From an optimization exercise on the open Yosys and OpenROAD flow, aimed at small area and few clock cycles per item; shortcuts taken in it are not production practice. Only simulation tests tie the RTL to the original design; equivalence was not proved. No activity file was given, so power comes from the tool's default toggle rates.

<file path="flow/config.mk">
export PLATFORM = sky130hd
export DESIGN_NAME = k64_atomic
export DESIGN_NICKNAME = k64_atomic
export VERILOG_FILES = /design/flow/design.v
export SDC_FILE = /design/flow/constraint.sdc
export NUM_CORES = 4
export LEC_CHECK = 0
export CAP_MARGIN = 10
export CORE_MARGIN = 2
export CORE_UTILIZATION = 65
export GPL_TIMING_DRIVEN = 0
export PLACE_DENSITY = 0.75
export SETUP_SLACK_MARGIN = 0.2
export SLEW_MARGIN = 10
</file>
<file path="flow/constraint.sdc">
create_clock -name core_clock -period 30.0 [get_ports {clk}]
set_input_delay 6.0000 -clock core_clock [delete_from_list [all_inputs] [get_ports {clk}]]
set_output_delay 6.0000 -clock core_clock [all_outputs]
set_load 0.01 [all_outputs]
</file>
<file path="flow/design.v">
module k64_lzc64 (
    input  wire [63:0] a,
    output wire [5:0]  n,
    output wire        z
);
    wire [31:0] v1;  wire [31:0] c1;
    wire [15:0] v2;  wire [31:0] c2;
    wire [7:0]  v3;  wire [23:0] c3;
    wire [3:0]  v4;  wire [15:0] c4;
    wire [1:0]  v5;  wire [9:0]  c5;
    genvar i;
    generate
        for (i = 0; i < 32; i = i + 1) begin : l1
            assign v1[i] = a[2*i+1] | a[2*i];
            assign c1[i] = ~a[2*i+1];
        end
        for (i = 0; i < 16; i = i + 1) begin : l2
            assign v2[i] = v1[2*i+1] | v1[2*i];
            assign c2[2*i+1:2*i] = v1[2*i+1] ? {1'b0, c1[2*i+1]} : {1'b1, c1[2*i]};
        end
        for (i = 0; i < 8; i = i + 1) begin : l3
            assign v3[i] = v2[2*i+1] | v2[2*i];
            assign c3[3*i+2:3*i] = v2[2*i+1] ? {1'b0, c2[4*i+3:4*i+2]} : {1'b1, c2[4*i+1:4*i]};
        end
        for (i = 0; i < 4; i = i + 1) begin : l4
            assign v4[i] = v3[2*i+1] | v3[2*i];
            assign c4[4*i+3:4*i] = v3[2*i+1] ? {1'b0, c3[6*i+5:6*i+3]} : {1'b1, c3[6*i+2:6*i]};
        end
        for (i = 0; i < 2; i = i + 1) begin : l5
            assign v5[i] = v4[2*i+1] | v4[2*i];
            assign c5[5*i+4:5*i] = v4[2*i+1] ? {1'b0, c4[8*i+7:8*i+4]} : {1'b1, c4[8*i+3:8*i]};
        end
    endgenerate
    assign z = ~(v5[1] | v5[0]);
    assign n = v5[1] ? {1'b0, c5[9:5]} : {1'b1, c5[4:0]};
endmodule
module k64_add #(parameter N=64) (input [N-1:0] a, b, input ci, output [N:0] s);
  localparam L = 7;    
  reg [N:0] G, P, g0, p0;
  reg [N:0] c;
  integer i, k, d;
  always @(*) begin
    g0 = {a & b, ci}; p0 = {a ^ b, 1'b0};
    G = g0; P = p0;
    for (k = 0; (1<<k) <= N; k = k + 1) begin
      for (i = 2*(1<<k)-1; i <= N; i = i + 2*(1<<k)) begin
        G[i] = G[i] | (P[i] & G[i-(1<<k)]);
        P[i] = P[i] & P[i-(1<<k)];
      end
    end
    for (k = L; k >= 0; k = k - 1) begin
      for (i = 3*(1<<k)-1; i <= N; i = i + 2*(1<<k)) begin
        G[i] = G[i] | (P[i] & G[i-(1<<k)]);
        P[i] = P[i] & P[i-(1<<k)];
      end
    end
  end
  generate genvar j; for (j=0;j<N;j=j+1) begin : sg
    assign s[j] = p0[j+1] ^ G[j];
  end endgenerate
  assign s[N] = G[N];
endmodule
module k64_atomic (
    input  wire         clk,
    input  wire         rst,
    input  wire         in_valid,
    output wire         in_ready,
    input  wire [7:0]   in_aop,
    input  wire [3:0]   in_atype,
    input  wire [127:0] in_old,
    input  wire [127:0] in_operand,
    input  wire [127:0] in_compare,
    output reg          out_valid,
    input  wire         out_ready,
    output reg  [127:0] out_result,
    output reg          out_bad
);
    localparam A_ADD = 8'h00, A_AND = 8'h01, A_OR = 8'h02, A_XOR = 8'h03,
               A_MIN = 8'h04, A_MAX = 8'h05, A_SWAP = 8'h06, A_CAS = 8'h07,
               A_TALLY = 8'h10;
    localparam T_I32 = 4'h0, T_U32 = 4'h1, T_I64 = 4'h2, T_U64 = 4'h3,
               T_U128 = 4'h4, T_F32 = 4'h5, T_F64 = 4'h6;
    wire [127:0] v = in_old;
    wire [127:0] x = in_operand;
    wire [127:0] c = in_compare;
    wire op_int  = (in_aop <= A_SWAP);
    wire op_full = (in_aop <= A_CAS);
    wire op_flt  = (in_aop == A_ADD) || (in_aop == A_MIN) ||
                   (in_aop == A_MAX) || (in_aop == A_SWAP);
    reg  valid_pair;
    always @(*) begin
        case (in_atype)
            T_I32, T_U32:  valid_pair = op_int;
            T_I64:         valid_pair = op_full;
            T_U64:         valid_pair = op_full || (in_aop == A_TALLY);
            T_U128:        valid_pair = (in_aop == A_SWAP) || (in_aop == A_CAS);
            T_F32, T_F64:  valid_pair = op_flt;
            default:       valid_pair = 1'b0;
        endcase
    end
    wire f32    = (in_atype == T_F32);
    wire is_fp  = f32 || (in_atype == T_F64);
    wire w32    = (in_atype == T_I32) || (in_atype == T_U32) || f32;
    wire w128   = (in_atype == T_U128);
    wire sgn    = (in_atype == T_I32) || (in_atype == T_I64) || is_fp;
    wire o_add  = (in_aop == A_ADD) || (in_aop == A_TALLY);
    wire o_mm   = (in_aop == A_MIN) || (in_aop == A_MAX);
    wire fadd   = is_fp && (in_aop == A_ADD);    
    wire f64    = !f32;                           
    wire        sa = f32 ? v[31] : v[63];
    wire        sb = f32 ? x[31] : x[63];
    wire [10:0] ea = f32 ? {3'b000, v[30:23]} : v[62:52];
    wire [10:0] eb = f32 ? {3'b000, x[30:23]} : x[62:52];
    wire        ma = f32 ? &v[30:23] : &v[62:52];
    wire        mb = f32 ? &x[30:23] : &x[62:52];
    wire        fa_nz = (|v[22:0]) || (f64 && (|v[51:23]));
    wire        fb_nz = (|x[22:0]) || (f64 && (|x[51:23]));
    wire        a_nan = ma & fa_nz;
    wire        b_nan = mb & fb_nz;
    wire        a_inf = ma & ~fa_nz;
    wire        b_inf = mb & ~fb_nz;
    wire        nan_in = a_nan | b_nan;
    wire        ea_nz = |ea;
    wire        eb_nz = |eb;
    wire [63:0] ua = {v[63:53] & {11{!fadd}},
                      fadd ? (f64 & ea_nz) : v[52],
                      v[51:24] & {28{!(fadd && f32)}},
                      (fadd && f32) ? ea_nz : v[23],
                      v[22:0]};
    wire [63:0] ub = {x[63:53] & {11{!fadd}},
                      fadd ? (f64 & eb_nz) : x[52],
                      x[51:24] & {28{!(fadd && f32)}},
                      (fadd && f32) ? eb_nz : x[23],
                      x[22:0]};
    wire ge63 = v[62:0] >= x[62:0];
    wire ge31 = v[30:0] >= x[30:0];
    wire swap = fadd && !(f32 ? ge31 : ge63);
    wire        sp = swap ? sb : sa;
    wire [10:0] ep = swap ? eb : ea;
    wire [10:0] eq = swap ? ea : eb;
    wire [63:0] up_ = swap ? ub : ua;
    wire [63:0] uq  = swap ? ua : ub;
    wire        ep_nz = |ep;
    wire        eq_nz = |eq;
    wire [10:0] xp = {ep[10:1], ep[0] | ~ep_nz};
    wire [10:0] xq = {eq[10:1], eq[0] | ~eq_nz};
    wire [10:0] d  = xp - xq;
    wire [5:0]  dd = (d[5:0] | {6{|d[10:6]}}) & {6{fadd}};
    reg  [55:0] w;
    reg         st;
    integer k;
    always @(*) begin
        w  = {uq[52:0], 3'b000};
        st = 1'b0;
        for (k = 5; k >= 0; k = k - 1)
            if (dd[k]) begin
                st = st | (|(w & ((56'd1 << (1 << k)) - 1)));
                w  = w >> (1 << k);
            end
    end
    wire [66:0] qf = {uq[63:53], w[55:1], w[0] | st};
    wire [66:0] pf = {up_, 3'b000};
    wire        sub = fadd ? (sa ^ sb) : !o_add;
    wire [66:0] qx  = qf ^ {67{sub}};
    wire [67:0] sum;
    k64_add #(67) u_add (.a(pf), .b(qx), .ci(sub), .s(sum));
    wire [67:0] cy  = sum ^ {1'b0, pf ^ qx};      
    wire [63:0] s   = sum[66:3];
    wire lt32 = (sgn && (v[31] ^ x[31])) ? v[31] : ~cy[35];
    wire lt64 = (sgn && (v[63] ^ x[63])) ? v[63] : ~cy[67];
    wire sv   = w32 ? v[31] : v[63];
    wire sx   = w32 ? x[31] : x[63];
    wire lt   = (w32 ? lt32 : lt64) ^ (is_fp & sv & sx);
    wire [56:0] sm = sum[56:0];
    wire [5:0]  lz;
    wire        zero;
    k64_lzc64 u_lzc (.a({sm, 7'd0}), .n(lz), .z(zero));
    wire [10:0] X   = xp + {6'd0, f32, f32, f32, 1'b0, f32};
    wire        lim = (X[10:6] == 5'd0) && (X[5:0] < lz);
    wire [5:0]  sh  = lim ? X[5:0] : lz;
    wire [56:0] norm = sm << sh;
    wire [10:0] en  = X + 11'd1 - {5'd0, sh};
    wire [10:0] ef  = norm[56] ? en : 11'd0;
    wire        st64 = |norm[2:0];
    wire        st32 = st64 | (|norm[31:3]);
    wire        lsb  = f32 ? norm[33] : norm[4];
    wire        g    = f32 ? norm[32] : norm[3];
    wire        rs   = f32 ? st32 : st64;
    wire        rup  = g & (rs | lsb);
    wire [62:0] W    = {ef, norm[55:33], norm[32:4] | {29{f32}}};
    wire [62:0] R    = W + {62'd0, rup};
    wire        ovf  = f32 ? (R[62:52] >= 11'd255) : (&R[62:52]);
    reg [63:0] fr;
    always @(*) begin
        if (nan_in || (a_inf && b_inf && (sa != sb)))
            fr = f32 ? 64'h0000_0000_7fc0_0000 : 64'h7ff8_0000_0000_0000;
        else if (a_inf || b_inf || ovf)
            fr = f32 ? {32'd0, sp, 8'hff, 23'd0} : {sp, 11'h7ff, 52'd0};
        else if (zero)
            fr = f32 ? {32'd0, sa & sb, 31'd0} : {sa & sb, 63'd0};
        else
            fr = f32 ? {32'd0, sp, R[59:29]} : {sp, R};
    end
    wire eq_lo = (v[63:0] == c[63:0]);
    wire eq_hi = (v[127:64] == c[127:64]);
    wire eqc   = eq_lo && (!w128 || eq_hi);
    wire fp_nan_mm = is_fp && o_mm && nan_in;
    wire c_sel  = valid_pair && ((in_aop == A_SWAP) || (in_aop == A_CAS) || (o_mm && !fp_nan_mm));
    wire pick_x = (in_aop == A_SWAP) || ((in_aop == A_CAS) && eqc) ||
                  (o_mm && ((in_aop == A_MAX) ? lt : !lt));
    wire c_and  = valid_pair && (in_aop == A_AND);
    wire c_or   = valid_pair && (in_aop == A_OR);
    wire c_xor  = valid_pair && (in_aop == A_XOR);
    wire t1     = (c_sel && pick_x) || c_or || c_xor;
    wire t2     = (c_sel && !pick_x) || c_or || c_xor;
    wire t3     = c_sel || c_and || c_or;
    wire c_sum  = valid_pair && !is_fp && o_add;
    wire c_fp   = valid_pair && is_fp && (o_add || fp_nan_mm);
    wire [63:0] vl = v[63:0], xl = x[63:0];
    wire [63:0] r_lo =
        ({64{t1}} & ~vl & xl) |
        ({64{t2}} & vl & ~xl) |
        ({64{t3}} & vl & xl) |
        ({64{c_sum}} & s) |
        ({64{c_fp}}  & fr);
    wire [63:0] vh = v[127:64], xh = x[127:64];
    wire [127:0] result = {{64{w128}} & (({64{t1}} & ~vh & xh) | ({64{t2}} & vh & ~xh) | ({64{t3}} & vh & xh)),
                           r_lo[63:32] & {32{!w32}}, r_lo[31:0]};
    assign in_ready = !out_valid || out_ready;
    always @(posedge clk) begin
        if (rst) begin
            out_valid <= 1'b0;
        end else if (in_ready) begin
            out_valid <= in_valid;
        end
    end
    always @(posedge clk) begin
        if (in_ready) begin
            out_result <= result;
            out_bad    <= !valid_pair;
        end
    end
endmodule
</file>
<file path="flow/run.sh">
#!/bin/bash
# synth_recipe.tcl (not shown) runs the flow's synth.tcl, then flattens the netlist and writes it again
# the make line also repeats each setting of config.mk as NAME=value (left out here)
make -C /OpenROAD-flow-scripts/flow DESIGN_CONFIG=/design/flow/config.mk WORK_HOME=/design/flow/orfs CLKGATE_MAP_FILE= SYNTH_SCRIPT=/design/flow/synth_recipe.tcl finish
</file>
==> impl_results.md, run 1 <==
* Status: aborted with a tool error
* Fail Step: 5_1_grt
* Run Error: [ERROR GRT-0116] Global routing finished with congestion. Check the congestion regions in the DRC Viewer.
* Synth warn at 2
* Synth cell types at ~110
* Max clock buf depth at 2
* RD Place Congestion at ~1.6
* Pre-CTS WS at -6.892 ns
* Ys flop type: edfxtp_1
* FFs w/ async S/R, synth at 0%
* Htree depth at 4
* Post-synthesis area per instance at 6.901 sq um
* Placed instance count at approximately 6000
* FF+latch count, synth at 130
* Top-Level Pins at ~530
* Chip Height at around 230 um
* Area after DPL at between 0.03 and 0.04 sq mm
* Placement Rows at a little over 80
* EDFF count, synth at around 130
* Overall Global Routing Usage at about 90%
* CTS Sinks at 130
* Pin count of the biggest net entering global routing at 57
* Initial core utilization at ~66%
* I/O Buffers at between 500 and 600
* Gate Count Post-Synth at roughly 4800
* DP HPWL at 163400 um
* Synthesized area at ~0.033 sq mm
* CTS Hold Bufs at 0
* Clk root buf: clkbuf_16
* Vias in the first global route at around 51000
* Num CTS Buffers at 17
* First-pass GRT wire length at 357700 um
* GR Overflow Total at 534
* Die X at roughly 230 um
* Syn_nets at roughly 5400
* Sequential fraction of the synthesis area at between 10% and 20%
-- cells by family after synthesis --
family	synth area share, %
xor+xnor	8.200
compound gates	31.54
flops	11.85
buf+inv	6.879
mux	6.326
simple gates	26.69
fa+ha+maj	8.509
-- layer usage --
metal  GRT overflow  global-route usage, %
met2            227                  98.39
met5              7                  58.18
met4            190                  87.80
met3             69                  80.64
met1             41                  89.67
-- synthesized netlist by cell type (25+ instances only) --
library cell    n  area (sq um)
fa_1           34         680.7
buf_2          59         295.3
a22oi_1        36         270.3
nand3_1       164         820.8
nor2_1        359          1348
clkbuf_1      233         874.6
mux2i_1       168          1682
mux2_2         34         382.9
o221ai_1       27         236.5
a221oi_1       25         219.0
inv_1         200         750.7
a31oi_1        59         369.1
nand2b_1       25         156.4
o22ai_1        44         275.3
buf_1          47         176.4
nor4_1        116         725.7
xor2_1        149          1305
edfxtp_1      129          3874
a2111oi_0      28         245.2
a211oi_1       69         518.0
o2111ai_1      39         341.6
and2_1         27         168.9
nor3_1        142         710.7
ha_1          169          2115
o211ai_1      158          1186
o21ai_0       251          1256
xnor2_1       156          1366
and3_1         37         231.5
or3_1          35         219.0
nand4_1        97         606.8
a21o_1         67         503.0
nand2_1       615          2308
a221o_1        25         250.2
nand3b_1       75         563.0
a21oi_1       461          2307
-- per-stage QoR --
step           hold WS, ns  TNS (ns)  power (mW)
2_1_floorplan        3.284         0      0.9181
4_1_cts             0.9296         0       1.643
3_3_place_gp         4.328   -468.96       1.355
3_5_place_dp        0.9196   -428.20       1.374
-- repair_timing --
action | 4_1_cts
pin swaps | 15
buffers inserted | 21
resized for setup | 174
endpoints found under the setup margin | 64
-- worst min path at each step --
| stage | start | to |
|---|---|---|
| after floorplan | out_valid | out_valid |
| after global placement | out_valid | out_valid |
| after detailed placement | out_valid | out_valid |
| after CTS | out_valid | out_valid |
-- power by group through the flow --
stage          clock network [mW]  registers [mW]  logic, mW
4_1_cts                     0.234           0.213       1.20
2_1_floorplan                   0           0.222      0.696
3_3_place_gp                    0           0.217       1.14
3_5_place_dp                    0           0.216       1.16
Testbench counts, summed over its fixed seeds: cycles 24,008, items 24,000.
==> run 2: changes to the inputs <==
--- a/flow/design.v
+++ b/flow/design.v
@@ -174,8 +174,8 @@
     wire [56:0] sm = sum[56:0];
-    wire [5:0]  lz;
-    wire        zero;
-    k64_lzc64 u_lzc (.a({sm, 7'd0}), .n(lz), .z(zero));
     wire [10:0] X   = xp + {6'd0, f32, f32, f32, 1'b0, f32};
-    wire        lim = (X[10:6] == 5'd0) && (X[5:0] < lz);
-    wire [5:0]  sh  = lim ? X[5:0] : lz;
+    wire [56:0] mk  = (X[10:6] == 5'd0) ? (57'h100_0000_0000_0000 >> X[5:0]) : 57'd0;
+    wire [5:0]  sh;
+    wire        nz;
+    k64_lzc64 u_lzc (.a({sm | mk, 7'd0}), .n(sh), .z(nz));
+    wire        zero = ~|sm;
     wire [56:0] norm = sm << sh;
@@ -218,12 +218,15 @@
     wire c_fp   = valid_pair && is_fp && (o_add || fp_nan_mm);
+    wire        ld = in_ready;
     wire [63:0] vl = v[63:0], xl = x[63:0];
     wire [63:0] r_lo =
-        ({64{t1}} & ~vl & xl) |
-        ({64{t2}} & vl & ~xl) |
-        ({64{t3}} & vl & xl) |
-        ({64{c_sum}} & s) |
-        ({64{c_fp}}  & fr);
+        ({64{!ld}} & out_result[63:0]) |
+        ({64{ld & t1}} & ~vl & xl) |
+        ({64{ld & t2}} & vl & ~xl) |
+        ({64{ld & t3}} & vl & xl) |
+        ({64{ld & c_sum}} & s) |
+        ({64{ld & c_fp}}  & fr);
     wire [63:0] vh = v[127:64], xh = x[127:64];
-    wire [127:0] result = {{64{w128}} & (({64{t1}} & ~vh & xh) | ({64{t2}} & vh & ~xh) | ({64{t3}} & vh & xh)),
-                           r_lo[63:32] & {32{!w32}}, r_lo[31:0]};
+    wire [127:0] result = {({64{!ld}} & out_result[127:64]) |
+                           ({64{w128}} & (({64{ld & t1}} & ~vh & xh) | ({64{ld & t2}} & vh & ~xh) | ({64{ld & t3}} & vh & xh))),
+                           r_lo[63:32] & {32{!w32 || !ld}}, r_lo[31:0]};
     assign in_ready = !out_valid || out_ready;
@@ -237,6 +240,5 @@
     always @(posedge clk) begin
-        if (in_ready) begin
-            out_result <= result;
+        out_result <= result;
+        if (in_ready)
             out_bad    <= !valid_pair;
-        end
     end
==> flow/flow/run.sh (new file) <==
#!/bin/bash
# The standard layout (standard.sh) with two changes:
#  1. after the standard synthesis, the combinational logic is re-mapped by
#     ABC with an area-oriented script (flow/area.abc); every register
#     instance of the standard synthesis is kept as it is (same names, same
#     cells), and the don't-use cells of the standard synthesis stay barred;
#  2. the port buffers use the smallest buffer cell (buf_1).
# Floorplan, power grid, placement, CTS and routing are the standard ones.
set -euo pipefail
HERE=$(pwd)
FLOWDIR=$HERE/flow
R=$HERE/orfs/results/$FLOW_PLATFORM/k64_atomic/base
L=$HERE/orfs/logs/$FLOW_PLATFORM/k64_atomic/base
LIB=$FLOW_HOME/platforms/$FLOW_PLATFORM/lib/sky130_fd_sc_hd__tt_025C_1v80.lib
YOSYS=$FLOW_HOME/../tools/install/yosys/bin/yosys
[[ -x $YOSYS ]] || YOSYS=yosys

export BUFFER_PORTS_ARGS="-buffer_cell sky130_fd_sc_hd__buf_1"

# 1. standard synthesis
bash standard.sh synth > standard_synth.log 2>&1
cp -p $R/1_2_yosys.v $HERE/standard_netlist.v

# 2. re-map the combinational logic
DU=$(grep -o -- "-dont_use [^ ]*" $L/1_2_yosys.log | sort -u | tr '\n' ' ')
KEEP=$(grep -oE "^ *sky130_fd_sc_hd__[a-z0-9_]+ " $HERE/standard_netlist.v | sort -u | \
       grep -E "__(e?df|sdf|dl|conb)" | tr -d ' ' | tr '\n' ' ')
printf 'set_driving_cell sky130_fd_sc_hd__buf_1\nset_load 3.9\n' > $HERE/abc.constr
{
  echo "read_liberty -ignore_miss_func $LIB"
  echo "read_verilog $HERE/standard_netlist.v"
  echo "hierarchy -top $FLOW_TOP"
  for c in $KEEP; do echo "setattr -mod -set keep_hierarchy 1 $c"; done
  echo "flatten"
  echo "opt_clean -purge"
  echo "abc -script $FLOWDIR/area.abc -liberty $LIB $DU -constr $HERE/abc.constr"
  echo "opt_clean -purge"
  echo "hilomap -singleton -hicell sky130_fd_sc_hd__conb_1 HI -locell sky130_fd_sc_hd__conb_1 LO"
  for c in $KEEP; do echo "blackbox $c"; done
  echo "splitnets"
  echo "opt_clean -purge"
  echo "tee -o $HERE/remap_stat.txt stat -liberty $LIB"
  echo "write_verilog -noattr -noexpr -nohex -nodec $HERE/remapped.v"
} > $HERE/remap.ys
$YOSYS -s $HERE/remap.ys > remap.log 2>&1

# the registers must be the standard synthesis's
diff <(grep -oE "^ *sky130_fd_sc_hd__(e?df|sdf|dl)[a-z0-9_]* +\S+" $HERE/standard_netlist.v | sed 's/_[0-9]* / /' | sort) \
     <(grep -oE "^ *sky130_fd_sc_hd__(e?df|sdf|dl)[a-z0-9_]* +\S+" $HERE/remapped.v | sed 's/_[0-9]* / /' | sort) > regs.diff

cp $HERE/remapped.v $R/1_2_yosys.v
rm -f $R/1_synth.odb $R/1_synth.sdc

# 3. the rest of the standard flow
bash standard.sh > standard.log 2>&1
==> flow/flow/area.abc (new file) <==
strash
&get -n
&st
&synch2
&if -a -K 6
&mfs
&st
&synch2
&if -a -K 6
&mfs
&st
&dch -f
&nf -a
&put
topo
stime -c
==> flow/standard.sh (new file) <==
#!/bin/bash
# synth_recipe.tcl (not shown) runs the flow's synth.tcl, then flattens the netlist and writes it again
# the make line also repeats each setting of config.mk as NAME=value (left out here)
make -C /OpenROAD-flow-scripts/flow DESIGN_CONFIG=/design/flow/config.mk WORK_HOME=/design/flow/orfs CLKGATE_MAP_FILE= SYNTH_SCRIPT=/design/flow/synth_recipe.tcl "${@:-finish}"
--- a/flow/config.mk
+++ b/flow/config.mk
@@ -7,8 +7,8 @@
 export LEC_CHECK = 0
-export CAP_MARGIN = 10
+export CAP_MARGIN = 20
 export CORE_MARGIN = 2
-export CORE_UTILIZATION = 65
+export CORE_UTILIZATION = 55
 export GPL_TIMING_DRIVEN = 0
-export PLACE_DENSITY = 0.75
+export PLACE_DENSITY = 0.65
 export SETUP_SLACK_MARGIN = 0.2
-export SLEW_MARGIN = 10
+export SLEW_MARGIN = 20
removed: flow/run.sh
==> run 2 against run 1 <==
- the flow again stops in 5_1_grt
- synthesized area decreased by 20%
- synthesized cell count shrank 13%
==> impl_results.md, run 2 <==
* RD Place Congestion at 1.242 (-22%)
* Placement Rows at 80 (-2.4%)
* GR Overflow Total at 1
* I/O Buffers at 530 (+2.9%)
* Run Error: [ERROR GRT-0116] Global routing finished with congestion. Check the congestion regions in the DRC Viewer.
* Num CTS Buffers at 17 (unchanged)
* Htree depth at 4 (unchanged)
* Post-CTS setup buffer count at 0 (-100%)
* Top-Level Pins at 531 (unchanged)
* Gate Count Post-Synth at 4158 (-13%)
* Clk root buf: clkbuf_16
* Die X at 222.6 um (-2.7%)
* Synth warn at 2 (unchanged)
* Syn_nets at 4558 (-15%)
* Post-synthesis area per instance at 6.319 sq um (-8.4%)
* Fail Step: 5_1_grt
* Pin count of the biggest net entering global routing at 76
* Chip Height at 222.6 um (-2.7%)
* Vias in the first global route at about 40000
* Synthesized area at 0.02628 sq mm (-20%)
* Status: aborted with a tool error
* Initial core utilization at 55.38% (-10 points)
* Overall Global Routing Usage at 74.72%
* First-pass GRT wire length at around 270000 um
* DP HPWL at 139500 um (-15%)
* Max clock buf depth at 2 (unchanged)
==> run 2: what timing repair did <==
action                     CTS
setup endpoints to repair   63
hold buffers                 0
resized for setup           16
hold endpoints to repair     0
cloned                       1
==> run 2: worst min path at each step <==
stage	endpoint	slack (ns)	cells past startpoint
after floorplan	out_result[100]	0.48	2
after global placement	out_result[87]	0.43	2
after detailed placement	out_result[69]	0.44	2
after CTS	out_result[69]	0.45	2
==> run 2: metrics by stage <==
step                area [sq um]  setup slack [ns]  utilization [%]  std cells
floorplan                  26300            0.2002                -       4158
global placement           29060            -13.29            61.24       5303
detailed placement         30770            -2.309            64.85       5372
CTS                        31440            0.2107            66.27       5405
==> run 2: routing by layer <==
metal,track usage (%),GRT overflow
met3,62.88,0
met2,86.97,1
met5,48.88,0
met4,63.28,0
met1,78.54,0
==> run 2: power by group through the flow <==
stage          combinational, mW  sequential, mW  clock [mW]
2_1_floorplan              0.493           0.189           0
3_3_place_gp               0.817           0.190           0
3_5_place_dp               0.832           0.190           0
4_1_cts                    0.841           0.186       0.216
Testbench counts of run 2, summed over its fixed seeds: cycles 24,008, items 24,000.
==> run 3: changes to the inputs <==
--- a/flow/config.mk
+++ b/flow/config.mk
@@ -7,8 +7,9 @@
 export LEC_CHECK = 0
-export CAP_MARGIN = 20
+export ABC_AREA = 1
+export CAP_MARGIN = 10
 export CORE_MARGIN = 2
-export CORE_UTILIZATION = 55
+export CORE_UTILIZATION = 40
 export GPL_TIMING_DRIVEN = 0
-export PLACE_DENSITY = 0.65
+export PLACE_DENSITY = 0.55
 export SETUP_SLACK_MARGIN = 0.2
-export SLEW_MARGIN = 20
+export SLEW_MARGIN = 10
==> run 3 against run 2 <==
- now fails the layout checks on capacitance limit, slew limit
- synthesized area decreased by 3.8%
- synthesized cell count is 4.4% lower
==> impl_results.md, run 3 <==
* Status: failed layout checks
* Layout Check Fails: capacitance limit, slew limit
* Placement Rows at 92 (+15%)
* # Max-Cap Violations at 1
* Final Hold Viols at 0
* GR Overflow Total at 0
* Area delta synth->final at 21.30%
* F_max at 0.03449 GHz
* Most used cell, CP: o21ai_0
* DR WL/cell at 30.42 um
* Synth warn at 2 (unchanged)
* Worst min path class: flop to flop
* RD Place Congestion at 1.039 (-16%)
* I/O Buffers at 530 (unchanged)
* First-pass GRT wire length at ~230000 um
* Placed instance count at 5410 (+0.71%)
* CTS Sinks at 130
* Max stage delay on crit path at between 0.7 and 0.8 ns
* Remaining antenna violation count at 0
* Vias in the first global route at ~33000
* Crit path launch type: input port
* Synthesized area at 0.02528 sq mm (-3.8%)
* Overall Global Routing Usage at a little under 50%
* Die X at 255.4 um (+15%)
* Syn_nets at 4377 (-4.0%)
* GR peak layer: met2
* Worst-Skew Late Latency at 0.51 ns
* Critical path required time at between 30 and 40 ns
* Area after DPL at 0.02967 sq mm (-3.6%)
* Gate Count Post-Synth at 3977 (-4.4%)
* Largest delay share family, worst path: compound AO/OA/AOI/OAI gates
* Clock skew at 0.02116 ns
* DR DRC count at 0
* 1st-iter DRT viols at approximately 5400
* Comb pwr share at between 60% and 70%
* Fin crit share at a little over nine tenths
* Antenna violations before repair at 28
* Relative slew margins at -0.2632%
* Final Critical Period at between 20 and 30 ns
* Critical path peak fanout at 39
* Met1 Use GR at between 50% and 60%
* Post-synthesis area per instance at 6.356 sq um (+0.58%)
* Final #Nets at about 5000
* Clock network power share at 19.5%
* Worst Path Arrival at 29.44 ns
* Unrepaired setup endpoints after global routing: false
* Fillers at 6934
* Initial DRT Pass Iterations at 8
* PwrDens at 38.97 mW/mm^2
* Die area at ~0.065 sq mm
* Reg clk slew, reported paths at ~0.090 ns
* P_int at 0.5171 mW
* Met2 Use GR at between 70 and 80%
* Num CTS Buffers at 17 (unchanged)
* Max clock buf depth at 2 (unchanged)
* Sw Ratio at approximately 57%
* Chip Height at 255.4 um (+15%)
* Crit path kind: input port to flop
* Commonest non-fill, non-tap cell in the layout: nand2_1
* WL final at between 150000 and 200000 um
* Max Slew Vio Count at 1
* Max reg flops at around 130
* Top-Level Pins at 531 (unchanged)
* Core Box Area at ~0.063 sq mm
* Via count at about 37000
* Non-filler cells, final at ~5500
* CTS tree: done
* Sequential Power Share at between 10% and 20%
* DP HPWL at 132000 um (-5.4%)
* IR drop worst, VDD at 0.04560 mV
* Pin count of the biggest net entering global routing at 92
* Grt met3 use at between 10% and 20%
* Final instance area at approximately 0.031 sq mm
* Hold WS at around 0.44 ns
* Tot Pwr at between 1 and 1.5 mW
* Sw Pwr at 0.6777 mW
* Initial core utilization at 40.29% (-15 points)
* Crit-path slowest cell: or4_1
* Worst-Margin Slew at approximately 1.5 ns
* Critical path endpoint category: flop
* Highest-count cells in the layout ignoring fill and taps: 530 x nand2_1, 526 x buf_1, 464 x o21ai_0
* DR vias/cell at ~7
* Fraction of layout cells with a size suffix above 1 at 4.142%
* Final Core Density at approximately 49%
* Biggest regs: out_result (128), out_bad (1), out_valid (1)
* Htree depth at 4 (unchanged)
* Leakage Power at about 11 nW
* Worst Path Buf+Inv at 5
* Top reg by flops: out_result
* Clk root buf: clkbuf_16
* # setup viols final at 0
run 3: worst paths after layout:
kind,endpoint,slack (ns),depth (start not counted),start
setup / recovery,out_result[47],1.00,71,in_operand[62]
hold / removal,out_result[85],0.44,2,out_result[85]
hold reg to reg,out_result[85],0.44,2,out_result[85]
setup reg to reg,out_result[51],25.00,8,out_valid
run 3: layout make-up:
class	count	area, sq um	area share, %
Antenna cell	14	35.03	0.1143
Multi-Input combinational cell	3734	22770	74.26
Tap cell	846	1059	3.452
Clock buffer	17	425.4	1.387
Sequential cell	130	2613	8.520
Buffer	2	17.52	0.05713
Timing Repair Buffer	598	3144	10.25
Inverter	115	437.9	1.428
Clock inverter	15	160.2	0.5223
run 3: power by group through the flow:
stage / sequential (mW) / combinational [mW] / clock [mW]
2_1_floorplan: 0.180 / 0.433 / 0
3_3_place_gp: 0.179 / 0.723 / 0
3_5_place_dp: 0.179 / 0.730 / 0
4_1_cts: 0.175 / 0.737 / 0.232
5_1_grt: 0.175 / 0.817 / 0.238
6_report: 0.175 / 0.786 / 0.233
run 3: timing repair:
action                                  4_1_cts  5_1_grt
endpoints found under the setup margin       63       63
pin swaps                                     4        4
cloned                                        1        3
buffers inserted                              6        3
hold buffers                                  0        0
gates resized for setup                      25       32
run 3: per-stage QoR:
step                      setup TNS (ns)  setup WS [ns]
after floorplan                        0         0.5186
after global routing                   0         0.3362
after CTS                              0         0.3148
after global placement          -1652.66         -15.15
after detailed placement         -197.53         -3.615
final                                  0          1.004
run 3: tightest hold or removal path, stage by stage, from the launching register on:
cell     delay [ns]
dfxtp_1        0.31
nand2_1        0.05
nand2_1        0.04
run 3: metal layers:
layer | vias to the layer above | wire length [um]
li1 | 16360 | -
met1 | 17380 | 61620
met2 | 2838 | 69490
met3 | 635 | 20810
met4 | 22 | 14330
met5 | - | 155
==> run 4: changes to the inputs <==
==> flow/flow/area.abc (replaced) <==
strash
&get -n
&st
&synch2
&if -a -K 6
&mfs
&st
&dch -f
&nf -a
&put
topo
stime -c
--- a/flow/config.mk
+++ b/flow/config.mk
@@ -8,8 +8,8 @@
 export ABC_AREA = 1
-export CAP_MARGIN = 10
+export CAP_MARGIN = 20
 export CORE_MARGIN = 2
-export CORE_UTILIZATION = 40
+export CORE_UTILIZATION = 33
 export GPL_TIMING_DRIVEN = 0
-export PLACE_DENSITY = 0.55
-export SETUP_SLACK_MARGIN = 0.2
-export SLEW_MARGIN = 10
+export PLACE_DENSITY = 0.45
+export SETUP_SLACK_MARGIN = 0.5
+export SLEW_MARGIN = 20
==> run 4 against run 3 <==
- now clean on timing, DRC and antenna
- via count down 3.7%
- synthesized area is 1.1% higher
- clock skew increased by 0.0020 ns
- clock power barely moved
- first-iteration DRC count shrank 15%
- setup slack better by 0.27 ns
- die area rose by 22%
- register-to-register slack improved by 1.8 ns
- wire length rose by 1.4%
- worst hold slack better by 0.00078 ns
- sequential share of layout area fell by 0.20 points
- highest routed layer unchanged
==> impl_results.md, run 4 <==
* Hold Path Sink: out_result[110]
* Worst-Skew Late Latency at 0.51 ns (about the same)
* Final #Nets at 4917 (-1.6%)
* Core Box Area at 0.07708 sq mm (+23%)
* CTS tree: done
* Most used cell, CP: mux2i_1
* Via count at 35860 (-3.7%)
* Clock skew at 0.02315 ns (+0.001989 ns)
* Critical path depth at 61 (-14%)
* Pre-CTS WS at -2.298 ns (+1.317 ns)
* F_max at 0.03481 GHz (+0.93%)
* Critical path required time at 30.38 ns (-0.06 ns)
* RD Place Congestion at 1.035 (-0.42%)
* Crit path launch type: input port
* Area after DPL at 0.03062 sq mm (+3.2%)
* Critical path endpoint category: flop
* Biggest regs: out_result (128), out_bad (1), out_valid (1)
* Hold WS at 0.4385 ns (+0.0007780 ns)
* Crit-path slowest cell: o2111ai_1
* 1st-iter DRT viols at 4546 (-15%)
* # setup viols final at 0 (unchanged)
* Initial DRT Pass Iterations at 9 (+1)
* Remaining antenna violation count at 0 (unchanged)
* Met1 WL at 68400 um (+11%)
* Synth warn at 2 (unchanged)
* Vias in the first global route at 32350 (-3.2%)
* Non-filler cells, final at 5574 (+1.9%)
* Top-Level Pins at 531 (unchanged)
* Final Hold Viols at 0 (unchanged)
* Worst Path Arrival at 29.11 ns (-0.33 ns)
* Num CTS Buffers at 17 (unchanged)
* Area of the multi-input gates at 0.02310 sq mm (+1.4%)
* Crit path kind: input port to flop
* Pin count of the biggest net entering global routing at 61 (-34%)
* Final Critical Period at 28.73 ns (-0.2680 ns)
* Sum Neg Setup Slack at 0 ns (unchanged)
* # Max-Cap Violations at 0 (-1)
* Max Slew Vio Count at 0 (-1)
* Worst r2r src: out_valid
* First-pass GRT wire length at 235300 um (+1.0%)
* Gate Count Post-Synth at 3894 (-2.1%)
* PwrDens at 39.84 mW/mm^2 (+2.2%)
* Worst min path class: flop to flop
* Tot Pwr at 1.251 mW (+4.7%)
* Crit path launch: in_aop[5]
* Leakage Power at 10.85 nW (+1.3%)
* Top Metal Used: met5
* Reg clk slew, reported paths at 0.08 ns (about the same)
* I/O Buffers at 530 (unchanged)
* Fillers at 8616 (+24%)
* Wire length on met3 at 17480 um (-16%)
* Worst Path Buf+Inv at 7 (+2)
* WL final at 168700 um (+1.4%)
* Status: finished clean
* FF-to-FF setup slack at 26.83 ns (+1.83 ns)
* Worst Min Path Start: out_result[110]
* Worst r2r dst: out_result[22]
* DR vias/cell at 6.433 (-5.5%)
* Final Core Density at 40.73% (-8.1 points)
* Highest-count cells in the layout ignoring fill and taps: 530 x buf_1, 479 x nand2_1, 427 x nor2_1
* Metal2 WL at 72480 um (+4.3%)
* Area delta synth->final at 22.81%
* Commonest non-fill, non-tap cell in the layout: buf_1
* Worst R2R Path Depth at 12 (+4)
* Worst-Margin Slew at 1.295 ns (-0.1986 ns)
* DR WL/cell at 30.27 um (-0.47%)
* DR DRC count at 0 (unchanged)
* Synthesized area at 0.02557 sq mm (+1.1%)
* Overall Global Routing Usage at 40.53% (-7.5 points)
* Clk root buf: clkbuf_16
* IR drop worst, VDD at 0.04233 mV (-7.2%)
* Fraction of layout cells with a size suffix above 1 at 4.172% (+0.030 points)
* Syn_nets at 4294 (-1.9%)
* Antenna violations before repair at 16 (-43%)
* Htree depth at 4 (unchanged)
* GR Overflow Total at 0 (unchanged)
* Largest delay share family, worst path: compound AO/OA/AOI/OAI gates
* Max clock buf depth at 2 (unchanged)
* Fin crit share at 95.76% (-0.89 points)
* Placement Rows at 102 (+11%)
* Unrepaired setup endpoints after global routing: false
* CTS Sinks at 130 (unchanged)
* Placed instance count at 5537 (+2.3%)
* Top reg by flops: out_result
* Die X at 282.3 um (+11%)
* Chip Height at 282.3 um (+11%)
* Critical path peak fanout at 24 (-38%)
* Max reg flops at 128 (unchanged)
* Relative slew margins at 13.07% (+13 points)
* Die area at 0.07972 sq mm (+22%)
* Max stage delay on crit path at 0.93 ns (+0.22 ns)
* Final instance area at 0.03140 sq mm (+2.4%)
* Initial core utilization at 33.17% (-7.1 points)
* Hold path depth at 2 (unchanged)
* Sequential Area at 0.002613 sq mm (unchanged)
* Post-synthesis area per instance at 6.566 sq um (+3.3%)
* DP HPWL at 137800 um (+4.4%)
* Crit path setup slack, layout at 1.272 ns (+0.2680 ns)
run 4: worst max-delay path by stage:
stage	end	slack, ns
2_1_floorplan	out_result[43]	1.52
3_3_place_gp	out_result[43]	-13.64
3_5_place_dp	out_result[27]	-2.30
4_1_cts	out_result[27]	0.43
5_1_grt	out_result[27]	0.50
6_report	out_result[27]	1.27
run 4: what timing repair did:
action / in CTS / in global routing
hold buffers: 0 / 0
buffers inserted: 0 / 1
gates resized for setup: 15 / 17
pin swaps: 0 / 1
setup endpoints to repair: 63 / 63
run 4: routing by layer:
| metal | vias up | GRT usage (%) |
|---|---|---|
| li1 | 16130 | - |
| met1 | 17120 | 52.57 |
| met2 | 2171 | 61.78 |
| met3 | 407 | 9.713 |
| met4 | 22 | 21.48 |
| met5 | - | 0.9768 |
run 4: cell type report:
cell class | count | area share (%)
Multi-Input combinational cell | 3650 | 73.57
Timing Repair Buffer | 604 | 10.66
Inverter | 112 | 1.339
Clock buffer | 17 | 1.355
Clock inverter | 15 | 0.5260
Tap cell | 1040 | 4.144
Sequential cell | 130 | 8.320
Buffer | 2 | 0.05579
Antenna cell | 4 | 0.03188
run 4: worst reg2reg max path, cell delays in order (launching register included):
cell	delay, ns
dfxtp_1	0.33
nor2b_4	0.19
buf_12	0.21
buf_12	0.23
clkinv_1	0.32
nand2_4	0.44
buf_12	0.27
buf_12	0.24
o21ai_0	0.16
nand2_1	0.11
nand3_1	0.26
a31oi_1	0.23
nand2_1	0.07
run 4: report_power, final:
group | switching (mW) | total [mW] | internal, mW | leakage, nW
clock | 0.119 | 0.230 | 0.111 | 0.278
sequential | 0.000472 | 0.174 | 0.173 | 1.05
combinational | 0.602 | 0.847 | 0.245 | 9.52
total | 0.721 | 1.25 | 0.529 | 10.8
==> run 5: changes to the inputs <==
==> flow/flow/area.abc (replaced) <==
strash
&get -n
&st
&synch2
&if -a -K 6
&mfs
&st
&synch2
&if -a -K 6
&mfs
&st
&dch -f
&nf -a
&put
topo
stime -c
--- a/flow/config.mk
+++ b/flow/config.mk
@@ -10,5 +10,5 @@
 export CORE_MARGIN = 2
-export CORE_UTILIZATION = 33
+export CORE_UTILIZATION = 36
 export GPL_TIMING_DRIVEN = 0
-export PLACE_DENSITY = 0.45
+export PLACE_DENSITY = 0.5
 export SETUP_SLACK_MARGIN = 0.5
==> run 5 against run 4 <==
- sequential share of layout area increased by 0.093 points
- die area decreased by 9.2%
- worst hold slack better by 0.0027 ns
- highest routed layer unchanged
- largest cell class unchanged
- still clean on timing, DRC and antenna
==> impl_results.md, run 5 <==
* Overall Global Routing Usage at 44.89% (+4.4 points)
* PwrDens at 39.27 mW/mm^2 (-1.4%)
* Placement Rows at 97 (-4.9%)
* Grt met3 use at 12.68% (+3.0 points)
* Critical path peak fanout at 56 (+130%)
* Leakage Power at 10.85 nW (about the same)
* Max Slew Vio Count at 0 (unchanged)
* WL final at 168800 um (about the same)
* Fillers at 7797 (-9.5%)
* Synth warn at 2 (unchanged)
* Area after DPL at 0.02998 sq mm (-2.1%)
* Critical path endpoint category: flop
* FF-to-FF setup slack at 25.68 ns (-1.15 ns)
* Crit-path slowest cell: or4_1
* Initial core utilization at 36.22% (+3.1 points)
* F_max at 0.03487 GHz (+0.18%)
* CTS Hold Bufs at 0 (unchanged)
* Fraction of layout cells with a size suffix above 1 at 4.635% (+0.46 points)
* Num CTS Buffers at 17 (unchanged)
* Worst R2R Path Depth at 7 (-5)
* Max reg flops at 128 (unchanged)
* Final Core Density at 44.49% (+3.8 points)
* GR peak layer: met2
* Largest delay share family, worst path: compound AO/OA/AOI/OAI gates
* Pin count of the biggest net entering global routing at 93 (+52%)
* Reg clk slew, reported paths at 0.08 ns (about the same)
* I/O Buffers at 530 (unchanged)
* DP HPWL at 135800 um (-1.5%)
* Via count at 36590 (+2.1%)
* DR vias/cell at 6.561 (+2.0%)
* Htree depth at 4 (unchanged)
* Crit path kind: input port to flop
* Hold WS at 0.4412 ns (+0.002656 ns)
* Unrepaired setup endpoints after global routing: false
* Antenna violations before repair at 27 (+11)
* Commonest non-fill, non-tap cell in the layout: nand2_1
* Top reg by flops: out_result
* CTS Sinks at 130 (unchanged)
* Top-Level Pins at 531 (unchanged)
* Crit path launch type: input port
* Fin crit share at 95.59% (-0.17 points)
* Status: finished clean
* Hold path depth at 2 (unchanged)
* Clk root buf: clkbuf_16
* First-pass GRT wire length at 234500 um (-0.34%)
* 1st-iter DRT viols at 4842 (+6.5%)
* Worst-Margin Slew at 1.256 ns (-0.03896 ns)
* Core Box Area at 0.06979 sq mm (-9.5%)
* Synthesized area at 0.02528 sq mm (-1.1%)
* DR WL/cell at 30.26 um (about the same)
* Vias in the first global route at 33000 (+2.0%)
* Worst r2r src: out_valid
* Area delta synth->final at 22.84% (about the same)
* Final Hold Viols at 0 (unchanged)
* Final instance area at 0.03105 sq mm (-1.1%)
* Hold Path Sink: out_result[71]
* Worst r2r dst: out_result[51]
* Final Critical Period at 28.68 ns (-0.05202 ns)
* RD Place Congestion at 1.020 (-1.4%)
* # Max-Cap Violations at 0 (unchanged)
* Tot Pwr at 1.219 mW (-2.5%)
* Initial DRT Pass Iterations at 8 (-1)
* Die X at 269.0 um (-4.7%)
* Highest-count cells in the layout ignoring fill and taps: 529 x nand2_1, 519 x buf_1, 464 x o21ai_0
* Post-synthesis area per instance at 6.356 sq um (-3.2%)
* # setup viols final at 0 (unchanged)
* IR drop worst, VDD at 0.03537 mV (-16%)
* Relative slew margins at 16.00% (+2.9 points)
* Worst-Skew Late Latency at 0.52 ns (about the same)
* Clock skew at 0.01929 ns (-0.003867 ns)
* CTS tree: done
* Die area at 0.07235 sq mm (-9.2%)
* Biggest regs: out_result (128), out_bad (1), out_valid (1)
* Met2 Use GR at 68.51% (+6.7 points)
* Syn_nets at 4377 (+1.9%)
* Critical path required time at 30.40 ns (+0.02 ns)
* Chip Height at 269.0 um (-4.7%)
* Remaining antenna violation count at 0 (unchanged)
* Worst Min Path Start: out_result[71]
* Worst min path class: flop to flop
* DR DRC count at 0 (unchanged)
* Met1 Use GR at 54.83% (+2.3 points)
* Gate Count Post-Synth at 3977 (+2.1%)
* Max stage delay on crit path at 0.70 ns (-0.23 ns)
* GR Overflow Total at 0 (unchanged)
* Worst Path Buf+Inv at 6 (-1)
* Worst Path Arrival at 29.08 ns (-0.03 ns)
* Final #Nets at 5004 (+1.8%)
* Max clock buf depth at 2 (unchanged)
-- run 5: worst register-to-register path: stages (launching register included) --
cell           delay (ns)
dfxtp_1              0.34
nor2b_4              0.52
buf_16               0.24
clkinv_1             0.37
nand3_1              0.71
clkinv_1             1.05
dlygate4sd1_1        0.74
a31oi_1              0.27
-- run 5: through the flow --
| step | setup slack [ns] | TNS [ns] | cells |
|---|---|---|---|
| 3_5_place_dp | -2.955 | -148.89 | 5511 |
| 6_report | 1.324 | 0 | 5577 |
| 3_3_place_gp | -15.44 | -1670.52 | 5447 |
| 4_1_cts | 0.5265 | 0 | 5547 |
| 2_1_floorplan | 0.5186 | 0 | 3977 |
| 5_1_grt | 0.5046 | 0 | 5568 |
-- run 5: what timing repair did --
| action | 4_1_cts | 5_1_grt |
|---|---|---|
| resized for setup | 26 | 38 |
| buffers inserted | 4 | 6 |
| gates cloned | 0 | 2 |
| setup endpoints to repair | 63 | 63 |
| pin swaps | 3 | 4 |
-- run 5: power by group --
group	internal, mW	leakage (nW)	switching [mW]
sequential	0.174	1.05	0.00127
clock	0.135	0.315	0.122
combinational	0.235	9.49	0.551
-- run 5: worst max path at each step --
| stage | depth (start not counted) | slack, ns | end | startpoint |
|---|---|---|---|---|
| after global placement | 59 | -15.44 | out_result[33] | in_atype[1] |
| after floorplan | 62 | 0.52 | out_result[33] | in_atype[1] |
| after detailed placement | 69 | -2.96 | out_result[7] | in_old[62] |
| after CTS | 70 | 0.53 | out_result[7] | in_old[62] |
| after global routing | 71 | 0.50 | out_result[36] | in_operand[12] |
| final | 71 | 1.32 | out_result[33] | in_old[57] |
-- run 5: per-layer routing --
layer  part of all wire (%)  wire (um)
met1                     38      64490
met2                     43      72430
met3                     11      19390
met4                    7.3      12380
met5                  0.056         95
-- run 5: cell type report --
type	instances	area, sq um	area share [%]
diodes	20	50.05	0.1612
clock inverters	15	214.0	0.6890
inverters	115	441.7	1.422
repair buffers	606	3299	10.63
plain buffers	2	17.52	0.05641
clock buffers	17	425.4	1.370
multi-input cells	3732	22810	73.47
flip-flops and latches	130	2613	8.414
well taps	940	1176	3.788
==> run 6: changes to the inputs <==
--- a/flow/config.mk
+++ b/flow/config.mk
@@ -12,3 +12,3 @@
 export GPL_TIMING_DRIVEN = 0
-export PLACE_DENSITY = 0.5
+export PLACE_DENSITY = 0.62
 export SETUP_SLACK_MARGIN = 0.5
==> run 6 against run 5 <==
- first-iteration DRC count fell by 1.0%
- via count is 2.0% higher
- critical path depth rose by 2
- critical path type unchanged
- sequential power is essentially flat
- count of clock-buffer cells in the layout rose by 1
- worst hold slack lost 0.0071 ns
- global-route usage increased by 1.1 points
- still clean on timing, DRC and antenna
==> impl_results.md, run 6 <==
* Max stage delay on crit path at 0.70 ns (about the same)
* Critical path endpoint category: flop
* # Max-Cap Violations at 0 (unchanged)
* Pre-CTS WS at -2.672 ns (+0.2835 ns)
* Max clock buf depth at 2 (unchanged)
* First-pass GRT wire length at 239800 um (+2.2%)
* Area delta synth->final at 22.54%
* DP HPWL at 138700 um (+2.1%)
* DR DRC count at 0 (unchanged)
* F_max at 0.03460 GHz (-0.78%)
* Synthesized area at 0.02528 sq mm (unchanged)
* 1st-iter DRT viols at 4792 (-1.0%)
* Top Metal Used: met5
* Placed instance count at 5516 (+0.091%)
* Remaining antenna violation count at 0 (unchanged)
* Max Slew Vio Count at 0 (unchanged)
* Synth warn at 2 (unchanged)
* Area of the multi-input gates at 0.02279 sq mm (about the same)
* Top reg by flops: out_result
* Worst-Margin Slew at 1.248 ns (-0.008087 ns)
* Fillers at 7775 (-0.28%)
* Die X at 269.0 um (unchanged)
* Final Critical Period at 28.90 ns (+0.2248 ns)
* Met1 WL at 62150 um (-3.6%)
* Htree depth at 4 (unchanged)
* Hold path depth at 2 (unchanged)
* Initial DRT Pass Iterations at 8 (unchanged)
* CTS Hold Bufs at 0 (unchanged)
* Worst-Skew Late Latency at 0.50 ns (-0.02 ns)
* P_int at 0.5240 mW (-3.8%)
* Comb pwr share at 65.9% (+1.4 points)
* Clock skew at 0.01445 ns (-0.004840 ns)
* Crit path kind: input port to flop
* Non-filler cells, final at 5573 (-0.072%)
* WL final at 174000 um (+3.1%)
* Sum Neg Setup Slack at 0 ns (unchanged)
* Initial core utilization at 36.22% (unchanged)
* Status: finished clean
* GR Overflow Total at 0 (unchanged)
* Clock network power share at 19.3% (-1.8 points)
* Hold WS at 0.4341 ns (-0.007128 ns)
* Crit-path slowest cell: or4_1
* Post-synthesis area per instance at 6.356 sq um (unchanged)
* Antenna violations before repair at 27 (unchanged)
* Worst Path Arrival at 29.33 ns (+0.25 ns)
* Critical path peak fanout at 39 (-30%)
* Metal2 WL at 74130 um (+2.3%)
* CTS Sinks at 130 (unchanged)
* Area after DPL at 0.03006 sq mm (+0.28%)
* I/O Buffers at 530 (unchanged)
* Max reg flops at 128 (unchanged)
* Core Box Area at 0.06979 sq mm (unchanged)
* Sw Pwr at 0.6626 mW (-1.8%)
* Overall Global Routing Usage at 46.02% (+1.1 points)
* Pin count of the biggest net entering global routing at 110 (+18%)
* Final instance area at 0.03098 sq mm (-0.24%)
* Clk root buf: clkbuf_16
* Critical path required time at 30.43 ns (+0.03 ns)
* Unrepaired setup endpoints after global routing: false
* Tot Pwr at 1.187 mW (-2.7%)
* Sequential Power Share at 14.8% (+0.4 points)
* Num CTS Buffers at 17 (unchanged)
* Relative slew margins at 16.54% (+0.54 points)
* Via count at 37320 (+2.0%)
* Leakage Power at 10.80 nW (-0.47%)
* RD Place Congestion at 1.056 (+3.5%)
* PwrDens at 38.31 mW/mm^2 (-2.5%)
* Syn_nets at 4377 (unchanged)
* Sequential Area at 0.002613 sq mm (unchanged)
* Chip Height at 269.0 um (unchanged)
* DR WL/cell at 31.22 um (+3.2%)
* Crit path launch type: input port
* Worst min path class: flop to flop
* Placement Rows at 97 (unchanged)
* Reg clk slew, reported paths at 0.07 ns (about the same)
* Commonest non-fill, non-tap cell in the layout: nand2_1
* Sw Ratio at 55.84% (+0.49 points)
* Final Core Density at 44.39% (-0.11 points)
* Final #Nets at 5000 (-0.080%)
* IR drop worst, VDD at 0.03370 mV (-4.7%)
* Wire length on met3 at 23140 um (+19%)
* CTS tree: done
* Worst R2R Path Depth at 8 (+1)
* Crit path setup slack, layout at 1.099 ns (-0.2248 ns)
* Top-Level Pins at 531 (unchanged)
* Die area at 0.07235 sq mm (unchanged)
* Vias in the first global route at 33580 (+1.8%)
* Final Hold Viols at 0 (unchanged)
* Biggest regs: out_result (128), out_bad (1), out_valid (1)
* # setup viols final at 0 (unchanged)
* Fraction of layout cells with a size suffix above 1 at 4.422% (-0.21 points)
* Highest-count cells in the layout ignoring fill and taps: 530 x nand2_1, 518 x buf_1, 462 x o21ai_0
* Fin crit share at 96.34% (+0.75 points)
* DR vias/cell at 6.696 (+2.1%)
* Gate Count Post-Synth at 3977 (unchanged)
==> run 6: cell count changes in the layout (fill, tap and decap cells not counted), sizes merged <==
cell | before | now
clkbuf | 26 | 27
clkinvlp | 1 | 4
nor2 | 413 | 412
inv | 8 | 9
clkinv | 118 | 115
bufinv | 3 | 1
buf | 597 | 594
==> run 6: final cells by class <==
class | instances | area share, %
flip-flops and latches | 130 | 8.434
well taps | 940 | 3.797
clock inverters | 14 | 0.4564
clock buffers | 18 | 1.385
repair buffers | 603 | 10.71
inverters | 115 | 1.414
multi-input cells | 3731 | 73.59
diodes | 20 | 0.1616
plain buffers | 2 | 0.05655
==> run 6: path summary, 6_finish.rpt <==
kind	endpoint	start	slack [ns]
worst min-delay path	out_result[85]	out_result[85]	0.43
worst max-delay path	out_result[7]	in_operand[8]	1.10
worst min register to register	out_result[85]	out_result[85]	0.43
worst max register to register	out_result[44]	out_valid	25.46
==> run 6: what timing repair did <==
item	CTS	global route
setup endpoints to repair	63	63
pin swaps	1	2
resized for setup	25	37
setup buffers	1	2
cloned	0	1
==> run 6: per-layer routing <==
metal	global-route usage, %	vias up
li1	-	16390
met1	53.05	17310
met2	71.66	2858
met3	15.82	729
met4	31.61	24
met5	0	-
==> run 6: critical path: cells and delay by family <==
family                   cells  cell delay, ns
AO/OA/AOI/OAI               42           13.32
AND/OR/NAND/NOR             19            6.82
buffers and inverters        8            1.93
XOR/XNOR                     2            0.40
adder cells (fa/ha/maj)      1            0.37
multiplexers                 1            0.34
==> run 6: power groups by stage <==
| stage | clock network, mW | registers, mW | logic (mW) |
|---|---|---|---|
| after floorplan | 0 | 0.180 | 0.433 |
| after global placement | 0 | 0.180 | 0.718 |
| after detailed placement | 0 | 0.180 | 0.730 |
| after CTS | 0.229 | 0.176 | 0.736 |
| after global routing | 0.235 | 0.176 | 0.812 |
| final | 0.229 | 0.176 | 0.782 |
==> run 7: changes to the inputs <==
--- a/flow/config.mk
+++ b/flow/config.mk
@@ -13,3 +13,3 @@
 export PLACE_DENSITY = 0.62
-export SETUP_SLACK_MARGIN = 0.5
+export SETUP_SLACK_MARGIN = 0.25
 export SLEW_MARGIN = 20
==> run 7 against run 6 <==
- still clean on timing, DRC and antenna
- first-iteration DRC count increased by 4.2%
- combinational power about the same
- clock skew is 0.0013 ns lower
- count of clock-buffer cells in the layout is the same
- synthesized area unchanged
- final cell count barely moved
- critical path type unchanged
==> impl_results.md, run 7 <==
* Clock skew at 0.01317 ns (-0.001275 ns)
* Crit-path slowest cell: o21ai_0
* Remaining antenna violation count at 0 (unchanged)
* Worst min path class: flop to flop
* Sum Neg Setup Slack at 0 ns (unchanged)
* Placement Rows at 97 (unchanged)
* Post-synthesis area per instance at 6.356 sq um (unchanged)
* Die area at 0.07235 sq mm (unchanged)
* Met1 Use GR at 52.76% (-0.28 points)
* Htree depth at 4 (unchanged)
* Commonest non-fill, non-tap cell in the layout: nand2_1
* Status: finished clean
* Final #Nets at 5000 (unchanged)
* Die X at 269.0 um (unchanged)
* GR Overflow Total at 0 (unchanged)
* Biggest regs: out_result (128), out_bad (1), out_valid (1)
* Initial core utilization at 36.22% (unchanged)
* Vias in the first global route at 33580 (+0.027%)
* Critical path endpoint category: flop
* Fin crit share at 96.65% (+0.32 points)
* DR DRC count at 0 (unchanged)
* Leakage Power at 10.78 nW (-0.15%)
* Worst-Skew Late Latency at 0.50 ns (about the same)
* First-pass GRT wire length at 239600 um (about the same)
* Worst Path Arrival at 29.43 ns (+0.10 ns)
* Worst r2r dst: out_result[29]
* Placed instance count at 5516 (unchanged)
* I/O Buffers at 530 (unchanged)
* DR WL/cell at 31.15 um (-0.24%)
* Antenna violations before repair at 27 (unchanged)
* IR drop worst, VDD at 0.03382 mV (+0.34%)
* Final Hold Viols at 0 (unchanged)
* Final Core Density at 44.34% (-0.050 points)
* Unrepaired setup endpoints after global routing: false
* Grt met3 use at 16.10% (+0.28 points)
* Area delta synth->final at 22.40%
* Gate Count Post-Synth at 3977 (unchanged)
* Synthesized area at 0.02528 sq mm (unchanged)
* Core Box Area at 0.06979 sq mm (unchanged)
* F_max at 0.03449 GHz (-0.33%)
* # setup viols final at 0 (unchanged)
* Reg clk slew, reported paths at 0.09 ns (+0.02 ns)
* Max stage delay on crit path at 0.86 ns (+0.16 ns)
* GR peak layer: met2
* Relative slew margins at 14.79% (-1.8 points)
* Critical path peak fanout at 39 (unchanged)
* CTS Hold Bufs at 0 (unchanged)
* Largest delay share family, worst path: compound AO/OA/AOI/OAI gates
* Critical path depth at 72 (-1.4%)
* Worst setup endpoint: out_result[31]
* Overall Global Routing Usage at 45.97% (-0.049 points)
* Met2 Use GR at 71.52% (-0.14 points)
* Highest-count cells in the layout ignoring fill and taps: 530 x nand2_1, 517 x buf_1, 463 x o21ai_0
* Fraction of layout cells with a size suffix above 1 at 4.292% (-0.13 points)
* CTS tree: done
* FF-to-FF setup slack at 25.41 ns (-0.05 ns)
* Worst R2R Path Depth at 10 (+2)
* Num CTS Buffers at 17 (unchanged)
* Crit path launch: in_operand[8]
* Most used cell, CP: a21oi_1
* Max Slew Vio Count at 0 (unchanged)
* Top reg by flops: out_result
* Final instance area at 0.03094 sq mm (-0.11%)
* 1st-iter DRT viols at 4993 (+4.2%)
* Worst Path Buf+Inv at 7 (-1)
* Area after DPL at 0.03006 sq mm (unchanged)
* WL final at 173600 um (-0.21%)
* Chip Height at 269.0 um (unchanged)
* Max clock buf depth at 2 (unchanged)
* Clk root buf: clkbuf_16
* Non-filler cells, final at 5575 (+0.036%)
* Via count at 37240 (-0.20%)
* RD Place Congestion at 1.056 (unchanged)
* Syn_nets at 4377 (unchanged)
* # Max-Cap Violations at 0 (unchanged)
* CTS Sinks at 130 (unchanged)
* Initial DRT Pass Iterations at 9 (+1)
* DP HPWL at 138700 um (unchanged)
* Max reg flops at 128 (unchanged)
* Pin count of the biggest net entering global routing at 110 (unchanged)
* Crit path launch type: input port
* Crit path kind: input port to flop
* Top-Level Pins at 531 (unchanged)
* Synth warn at 2 (unchanged)
* DR vias/cell at 6.680 (-0.24%)
* Worst r2r src: out_valid
* PwrDens at 38.33 mW/mm^2 (about the same)
* Critical path required time at 30.44 ns (about the same)
* Final Critical Period at 29.00 ns (+0.09459 ns)
* Worst-Margin Slew at 1.269 ns (+0.02149 ns)
* Tot Pwr at 1.186 mW (about the same)
run 7: how the worst min path moves through the flow:
stage                     slack (ns)  cells after the start              end             from
final                           0.43                      2   out_result[85]   out_result[85]
after global routing            0.46                      2   out_result[85]   out_result[85]
after CTS                       0.44                      2   out_result[85]   out_result[85]
after detailed placement        0.43                      2   out_result[85]   out_result[85]
after global placement          0.43                      2   out_result[71]   out_result[71]
after floorplan                 0.46                      2  out_result[110]  out_result[110]
run 7: cell type report:
class	count	area, sq um
clock inverters	14	141.4
repair buffers	603	3323
multi-input cells	3731	22750
inverters	115	437.9
flip-flops and latches	130	2613
well taps	940	1176
plain buffers	2	17.52
fillers	7768	38840
diodes	22	55.05
clock buffers	18	429.2
run 7: metal layers:
metal	wire length, um	part of all wire [%]
met1	62430	36
met2	74080	43
met3	22730	13
met4	14310	8.2
met5	95	0.055
run 7: report_power, final:
group / switching, mW / internal, mW / total [mW] / leakage (nW)
logic: 0.548 / 0.233 / 0.781 / 9.47
clock network: 0.113 / 0.117 / 0.229 / 0.268
registers: 0.00155 / 0.174 / 0.176 / 1.05
run 7: what timing repair did:
item | 4_1_cts | 5_1_grt
cloned | 0 | 1
setup buffers | 1 | 2
pin swaps | 1 | 2
endpoints found under the setup margin | 63 | 63
resized for setup | 21 | 33
run 7: metrics by stage:
stage	worst slack [ns]	hold WS (ns)
after floorplan	0.5186	0.4625
after global placement	-15.69	0.4270
after detailed placement	-2.672	0.4282
after CTS	0.2793	0.4371
after global routing	0.3240	0.4627
final	1.004	0.4339
run 7: worst register-to-register path, stage by stage, from the launching register on:
cell,delay [ns]
dfxtp_1,0.33
nor2b_4,0.65
buf_16,0.26
buf_12,0.25
clkinv_1,0.36
o21ai_4,0.31
buf_16,0.23
buf_16,0.20
clkinv_4,0.51
a211oi_1,1.13
o21ai_0,0.19
==> run 8: changes to the inputs <==
--- a/flow/config.mk
+++ b/flow/config.mk
@@ -12,3 +12,3 @@
 export GPL_TIMING_DRIVEN = 0
-export PLACE_DENSITY = 0.62
+export PLACE_DENSITY = 0.55
 export SETUP_SLACK_MARGIN = 0.25
==> run 8 against run 7 <==
- still clean on timing, DRC and antenna
- worst hold slack gained 0.0038 ns
- sequential power is essentially flat
- sequential share of layout area is essentially flat
- die area is the same
- clock power grew 5%
- critical endpoint is now out_result[51]
==> impl_results.md, run 8 <==
* Initial DRT Pass Iterations at 9 (unchanged)
* Commonest non-fill, non-tap cell in the layout: nand2_1
* Max clock buf depth at 2 (unchanged)
* Core Box Area at 0.06979 sq mm (unchanged)
* DP HPWL at 136800 um (-1.3%)
* Placement Rows at 97 (unchanged)
* Max Slew Vio Count at 0 (unchanged)
* Area of the multi-input gates at 0.02279 sq mm (+0.20%)
* Worst-Margin Slew at 1.270 ns (+0.001380 ns)
* Via count at 37010 (-0.63%)
* Sequential Area at 0.002613 sq mm (unchanged)
* GR Overflow Total at 0 (unchanged)
* Die area at 0.07235 sq mm (unchanged)
* Max stage delay on crit path at 0.90 ns (+0.04 ns)
* Reg clk slew, reported paths at 0.08 ns (about the same)
* Worst R2R Path Depth at 6 (-4)
* Fin crit share at 95.56% (-1.1 points)
* # setup viols final at 0 (unchanged)
* WL final at 171000 um (-1.5%)
* # Max-Cap Violations at 0 (unchanged)
* Relative slew margins at 14.58% (-0.21 points)
* Final Critical Period at 28.67 ns (-0.3288 ns)
* Status: finished clean
* Hold WS at 0.4377 ns (+0.003820 ns)
* Initial core utilization at 36.22% (unchanged)
* Overall Global Routing Usage at 45.54% (-0.43 points)
* Top reg by flops: out_result
* Syn_nets at 4377 (unchanged)
* CTS Sinks at 130 (unchanged)
* Hold path depth at 2 (unchanged)
* Synthesized area at 0.02528 sq mm (unchanged)
* Antenna violations before repair at 32 (+19%)
* Crit path kind: input port to flop
* Highest-count cells in the layout ignoring fill and taps: 528 x nand2_1, 519 x buf_1, 462 x o21ai_0
* Worst min path class: flop to flop
* Final #Nets at 5001 (+0.020%)
* DR WL/cell at 30.64 um (-1.6%)
* Crit-path slowest cell: buf_1
* Worst Min Path Start: out_result[83]
* Max reg flops at 128 (unchanged)
* First-pass GRT wire length at 238900 um (-0.29%)
* Fraction of layout cells with a size suffix above 1 at 4.508% (+0.22 points)
* Fillers at 7651 (-1.5%)
* Area delta synth->final at 22.63%
* Worst Path Arrival at 29.03 ns (-0.40 ns)
* Die X at 269.0 um (unchanged)
* F_max at 0.03488 GHz (+1.1%)
* Leakage Power at 10.81 nW (+0.29%)
* Tot Pwr at 1.201 mW (+1.3%)
* Crit path launch type: input port
* FF-to-FF setup slack at 25.59 ns (+0.18 ns)
* RD Place Congestion at 1.041 (-1.4%)
* Worst-Skew Late Latency at 0.53 ns (+0.03 ns)
* Critical path peak fanout at 51 (+31%)
* Most used cell, CP: o21ai_0
* Clock skew at 0.01672 ns (+0.003552 ns)
* Gate Count Post-Synth at 3977 (unchanged)
* Top-Level Pins at 531 (unchanged)
* Chip Height at 269.0 um (unchanged)
* Vias in the first global route at 33820 (+0.71%)
* Remaining antenna violation count at 0 (unchanged)
* Pin count of the biggest net entering global routing at 98 (-11%)
* Htree depth at 4 (unchanged)
* 1st-iter DRT viols at 4873 (-2.4%)
* I/O Buffers at 530 (unchanged)
* Post-synthesis area per instance at 6.356 sq um (unchanged)
* Clk root buf: clkbuf_16
* Critical path endpoint category: flop
* Synth warn at 2 (unchanged)
* Sum Neg Setup Slack at 0 ns (unchanged)
* DR vias/cell at 6.633 (-0.70%)
* DR DRC count at 0 (unchanged)
* Num CTS Buffers at 17 (unchanged)
* Biggest regs: out_result (128), out_bad (1), out_valid (1)
* Critical path required time at 30.36 ns (-0.08 ns)
* Unrepaired setup endpoints after global routing: false
* IR drop worst, VDD at 0.02722 mV (-19%)
* Worst r2r src: out_valid
* CTS tree: done
* Crit path launch: in_old[24]
* Final Hold Viols at 0 (unchanged)
* Worst r2r dst: out_result[44]
* CTS Hold Bufs at 0 (unchanged)
* Hold Path Sink: out_result[83]
* PwrDens at 38.76 mW/mm^2 (+1.1%)
[run 8: how the worst max path moves through the flow]
stage                      to  cells past startpoint
6_report       out_result[51]                     67
5_1_grt        out_result[44]                     74
4_1_cts         out_result[7]                     70
3_5_place_dp    out_result[7]                     68
3_3_place_gp   out_result[33]                     62
2_1_floorplan  out_result[33]                     62
[run 8: metal layers]
layer	part of all wire [%]	wire, um	up-vias	track usage, %
li1	-	-	16380	-
met1	37	63540	17380	53.49
met2	42	71890	2580	68.93
met3	12	20000	654	13.77
met4	9.0	15440	14	35.92
met5	0.049	84	-	0
[run 8: stage by stage]
step | util, % | cells | setup WS, ns | instance area [sq um]
after CTS | 43.97 | 5548 | 0.3344 | 30680
final | 44.42 | 5579 | 1.333 | 31000
after global placement | 40.80 | 5447 | -15.55 | 28470
after global routing | 44.39 | 5572 | 0.2996 | 30980
after detailed placement | 43.01 | 5516 | -2.548 | 30010
after floorplan | - | 3977 | 0.5186 | 25310
[run 8: where the power goes]
group | internal [mW] | leakage [nW] | switching [mW]
Clock | 0.120 | 0.297 | 0.121
Combinational | 0.233 | 9.47 | 0.552
Sequential | 0.174 | 1.05 | 0.00126
[run 8: critical path: cells and delay by family]
kind	cells	cell delay (ns)
xor+xnor	1	0.25
buf+inv	3	1.46
simple gates	18	6.03
mux	4	1.57
compound gates	41	13.60
[run 8: final cells by class]
type,instances,area share [%]
diodes,25,0.2018
plain buffers,2,0.05651
clock buffers,17,1.372
clock inverters,15,0.5933
inverters,115,1.413
multi-input cells,3731,73.53
flip-flops and latches,130,8.428
well taps,940,3.794
repair buffers,604,10.61
[run 8: what timing repair did]
item                       4_1_cts  5_1_grt
gates resized for setup         21       39
setup buffers                    0        3
setup endpoints to repair       63       63
pin swaps                        0        2
gates cloned                     0        1

[separate check: timing with driven ports]
The results above use ideal ports. As a check the final layouts listed here were re-extracted and re-timed, cells and wires unchanged.
Step 1 assumes that a clkbuf_16 drives the clock port and a buf_2 every other input.
Step 2, shift: input delay + t, output delay - t, t = (earliest + latest rising clock arrival at the registers) / 2. This alone moves slack from input paths to output paths.
Three values: ideal, step 1, step 2; two values: the first two.
run	t (ns)	setup WS [ns]	latest minus earliest clock arrival (ns)	worst data-port slew with drivers (ns)	cell pins on the clock port's net
run 3	0.554	1.004 / 0.970 / 0.416	0.026 / 0.026	0.16	1
run 4	0.550	1.272 / 1.305 / 0.755	0.024 / 0.024	0.15	1
run 5	0.580	1.324 / 1.371 / 0.791	0.029 / 0.030	0.15	1
run 6	0.544	1.099 / 1.134 / 0.590	0.027 / 0.027	0.19	1
run 7	0.548	1.004 / 1.042 / 0.494	0.025 / 0.024	0.19	1
run 8	0.593	1.333 / 1.372 / 0.779	0.029 / 0.029	0.17	1
The setup slack of run 3, which loses most, moves by -0.034 ns with the drivers and by -0.588 ns with both steps.
